This is an optimization exercise on Yosys and OpenROAD, whose aim is small area, a short achievable clock period and few clock cycles per item, not a production implementation.
The RTL was checked by simulation tests, not by an equivalence proof against the original design.

10-15:
// se_int_lane
module se_int_lane (
    input  wire        clk,
    input  wire        rst,
    input  wire        in_valid,
    output wire        in_ready,
    input  wire [2:0]  in_kind,
    input  wire [2:0]  in_fn,
    input  wire [1:0]  in_type,
    input  wire [1:0]  in_round,
    input  wire        in_sat,
    input  wire [31:0] in_x,
    input  wire [31:0] in_y,
    input  wire [31:0] in_z,
    output wire        out_valid,
    output wire [31:0] out_result,
    output wire        out_sat
);
Size: ~320 flip-flops, ~150 I/O pins, ~28000 µm² of cells after synthesis.
export LEC_CHECK = 0
export ABC_AREA = 1
export CAP_MARGIN = 35
export CORE_MARGIN = 2
export CORE_UTILIZATION = 30
export PLACE_DENSITY = 0.5
export SLEW_MARGIN = 35
create_clock -name core_clock -period 18.0 [get_ports {clk}]
run.sh (not shown) runs the stock make flow with config.mk's settings and CLKGATE_MAP_FILE= SYNTH_SCRIPT=/design/flow/synth_recipe.tcl, a recipe that flattens the netlist after the stock synthesis.
Testbench counts of 10-15, summed over its fixed seeds: cycles 40,019, items 32,000.
### 10-15 -> 08-17
diff --git a/flow/design.v b/flow/design.v
--- a/flow/design.v
+++ b/flow/design.v
@@ -14,22 +14,22 @@
     output wire        out_valid,
     output wire [31:0] out_result,
     output wire        out_sat
 );
     localparam K_ADD = 3'd0, K_MUL = 3'd1, K_MAC = 3'd2, K_SHF = 3'd3,
                K_CMP = 3'd4, K_CVT = 3'd5;
     localparam T_INT8 = 2'd0, T_INT16 = 2'd1, T_INT32 = 2'd2;
     localparam R_RNE = 2'd0, R_RTZ = 2'd1, R_RDN = 2'd2, R_RNA = 2'd3;
     reg        rdy;              
     reg        v0;
-    reg [2:0]  f0;
-    reg [1:0]  t0, rt0, rnd0;    
+    reg [2:0]  k0, f0;
+    reg [1:0]  t0, rnd0;
     reg        sat0;
     reg [31:0] p0, ys, q0;
     reg        is_mul, mac2, na2, nb2;
     reg [1:0]  last_st;
     reg        addsub;                   
     reg        o_sd, o_abs, o_min, o_max, o_cvt, o_lsh, o_rsh, o_cmp;
     reg        n_ge_w;                   
     reg        rs_ar;                    
     assign in_ready = rdy;
     wire take = in_valid & rdy;
@@ -37,49 +37,47 @@
     wire in_mac1 = (in_kind == K_MAC) & (in_fn[1:0] == 2'd1);       
     wire in_mac2 = (in_kind == K_MAC) & (in_fn[1:0] == 2'd2);       
     wire in_t32  = (in_type == T_INT32);
     wire fit_x = (&in_x[31:15]) | ~(|in_x[31:15]);
     wire fit_y = (&in_y[31:15]) | ~(|in_y[31:15]);
     wire fit_z = (&in_z[31:15]) | ~(|in_z[31:15]);
     wire in_na2 = in_mul & in_t32 & ~(in_mac1 ? fit_z : fit_x);
     wire in_nb2 = in_mul & in_t32 & ~fit_y;
     always @(posedge clk) begin
         if (rdy) begin
+            k0      <= in_kind;
+            f0      <= in_fn;
             t0      <= in_type;
-            rt0     <= (in_kind == K_CVT) ? in_fn[1:0] : in_type;
+            rnd0    <= in_round;
             sat0    <= in_sat;
             p0      <= in_mac1 ? in_z : in_x;
             ys      <= in_y;
+            q0      <= (in_kind == K_MUL) ? 32'd0 : in_mac1 ? in_x : in_z;
             is_mul  <= in_mul;
             mac2    <= in_mac2;
             na2     <= in_na2;
             nb2     <= in_nb2;
             last_st <= (in_na2 & in_nb2) ? 2'd3 : (in_na2 | in_nb2) ? 2'd1 : 2'd0;
+            addsub  <= ~((in_kind == K_ADD) & (in_fn == 3'd0));
+            o_sd    <= (in_kind == K_ADD) & (in_fn[2:1] == 2'd0);
+            o_min   <= (in_kind == K_ADD) & (in_fn == 3'd2);
+            o_max   <= (in_kind == K_ADD) & (in_fn == 3'd3);
+            o_abs   <= (in_kind == K_ADD) & (in_fn == 3'd4);
+            o_lsh   <= (in_kind == K_SHF) & (in_fn[1:0] == 2'd2);
+            o_rsh   <= (in_kind == K_SHF) & (in_fn[1:0] != 2'd2);
+            rs_ar   <= (in_fn[1:0] == 2'd0);
+            o_cmp   <= (in_kind == K_CMP);
+            o_cvt   <= (in_kind == K_CVT);
+            n_ge_w  <= (in_type == T_INT8)  ? (in_y[4:3] != 2'd0) :
+                       (in_type == T_INT16) ? in_y[4] : 1'b0;
         end
     end
-    always @(posedge clk) begin
-        f0      <= in_fn;
-        rnd0    <= in_round;
-        q0      <= (in_kind == K_MUL) ? 32'd0 : in_mac1 ? in_x : in_z;
-        addsub  <= ~((in_kind == K_ADD) & (in_fn == 3'd0));
-        o_sd    <= (in_kind == K_ADD) & (in_fn[2:1] == 2'd0);
-        o_min   <= (in_kind == K_ADD) & (in_fn == 3'd2);
-        o_max   <= (in_kind == K_ADD) & (in_fn == 3'd3);
-        o_abs   <= (in_kind == K_ADD) & (in_fn == 3'd4);
-        o_lsh   <= (in_kind == K_SHF) & (in_fn[1:0] == 2'd2);
-        o_rsh   <= (in_kind == K_SHF) & (in_fn[1:0] != 2'd2);
-        rs_ar   <= (in_fn[1:0] == 2'd0);
-        o_cmp   <= (in_kind == K_CMP);
-        o_cvt   <= (in_kind == K_CVT);
-        n_ge_w  <= (in_type == T_INT8)  ? (in_y[4:3] != 2'd0) :
-                   (in_type == T_INT16) ? in_y[4] : 1'b0;
-    end
     reg  [31:0] xs, yss, qs;     
     reg  [31:0] xu;              
     always @* begin
         case (t0)
             T_INT8: begin
                 xs  = {{24{p0[7]}}, p0[7:0]};
                 yss = {{24{ys[7]}}, ys[7:0]};
                 qs  = {{24{q0[7]}}, q0[7:0]};
                 xu  = {24'd0, p0[7:0]};
             end
@@ -276,24 +274,24 @@
             shift <= ~(na2 & nb2 & (st_n == 2'd2));
             last  <= (st_n == last_st);
         end
         accs <= is_mul ? mac_ra : alu;
         accc <= is_mul ? mac_rb : 35'd0;
         wt  <= first ? 2'd0 : wt + {1'b0, shift};
         if (shift & (wt == 2'd0))
             lo0 <= accv[15:0];
         lo1 <= accv[15:0];
         f_v     <= rst ? 1'b0 : fin;
-        f_rtype <= rt0;
+        f_rtype <= (k0 == K_CVT) ? f0[1:0] : t0;
         f_sat   <= sat0;
-        f_up    <= alu_up & ~is_mul;
-        f_lsh   <= o_lsh & ~is_mul;
+        f_up    <= alu_up;
+        f_lsh   <= o_lsh;
         f_lovf  <= lsh_ovf;
     end
     wire [34:0] acci = accv;
     wire [34:0] e_eq;
     assign e_eq[34] = 1'b1;
     genvar gi;
     generate
         for (gi = 0; gi < 34; gi = gi + 1) begin : g_eq
             assign e_eq[gi] = e_eq[gi + 1] & (acci[gi] == acci[gi + 1]);
         end
==> notes.md <==
- Relative area of non-clock buffer cells in the final design essentially unchanged between 08-17 and 10-15.
- Detailed-routed wire length on met3: lower on 10-15
- Relative to 10-15, fmax has gone up in 08-17.
- Every stage of the flow completed for 08-17, and the final layout passed the timing, design-rule and antenna checks.
- On clock-cell share of area, 10-15 tracks 08-17 almost exactly.
- Relative to 10-15, die extent in x increased by about 0.35% in 08-17.
Testbench counts of 08-17, summed over its fixed seeds: cycles 40,019, items 32,000.

==> afterwards: timing with drivers on the ports <==
The results above use ideal ports. As a check the final layouts listed here were re-extracted and re-timed, cells and wires unchanged.
Step 1 sets driving cells, clkbuf_16 on the clock port and buf_2 on the other inputs (assumed; they add their load-dependent delay and slew).
Step 2, shift: input delay + t, output delay - t, t = (earliest + latest rising clock arrival at the registers) / 2. This alone moves slack from input paths to output paths.
a / b / c = no drivers / after step 1 / after step 2; a / b = the first two.
run | t (ns) | setup WS [ns] | clock arrival spread, ns | worst register clock-pin slew, ns
10-15 | 0.629 | 11.845 / 11.845 / 11.632 | 0.023 / 0.023 | 0.06 / 0.06
08-17 | 0.641 | 12.173 / 12.205 / 11.573 | 0.042 / 0.042 | 0.07 / 0.07
After both steps every run listed still meets setup and hold. For 08-17, which loses most, drivers alone change the setup slack by +0.032 ns; drivers and shift together by -0.600 ns.
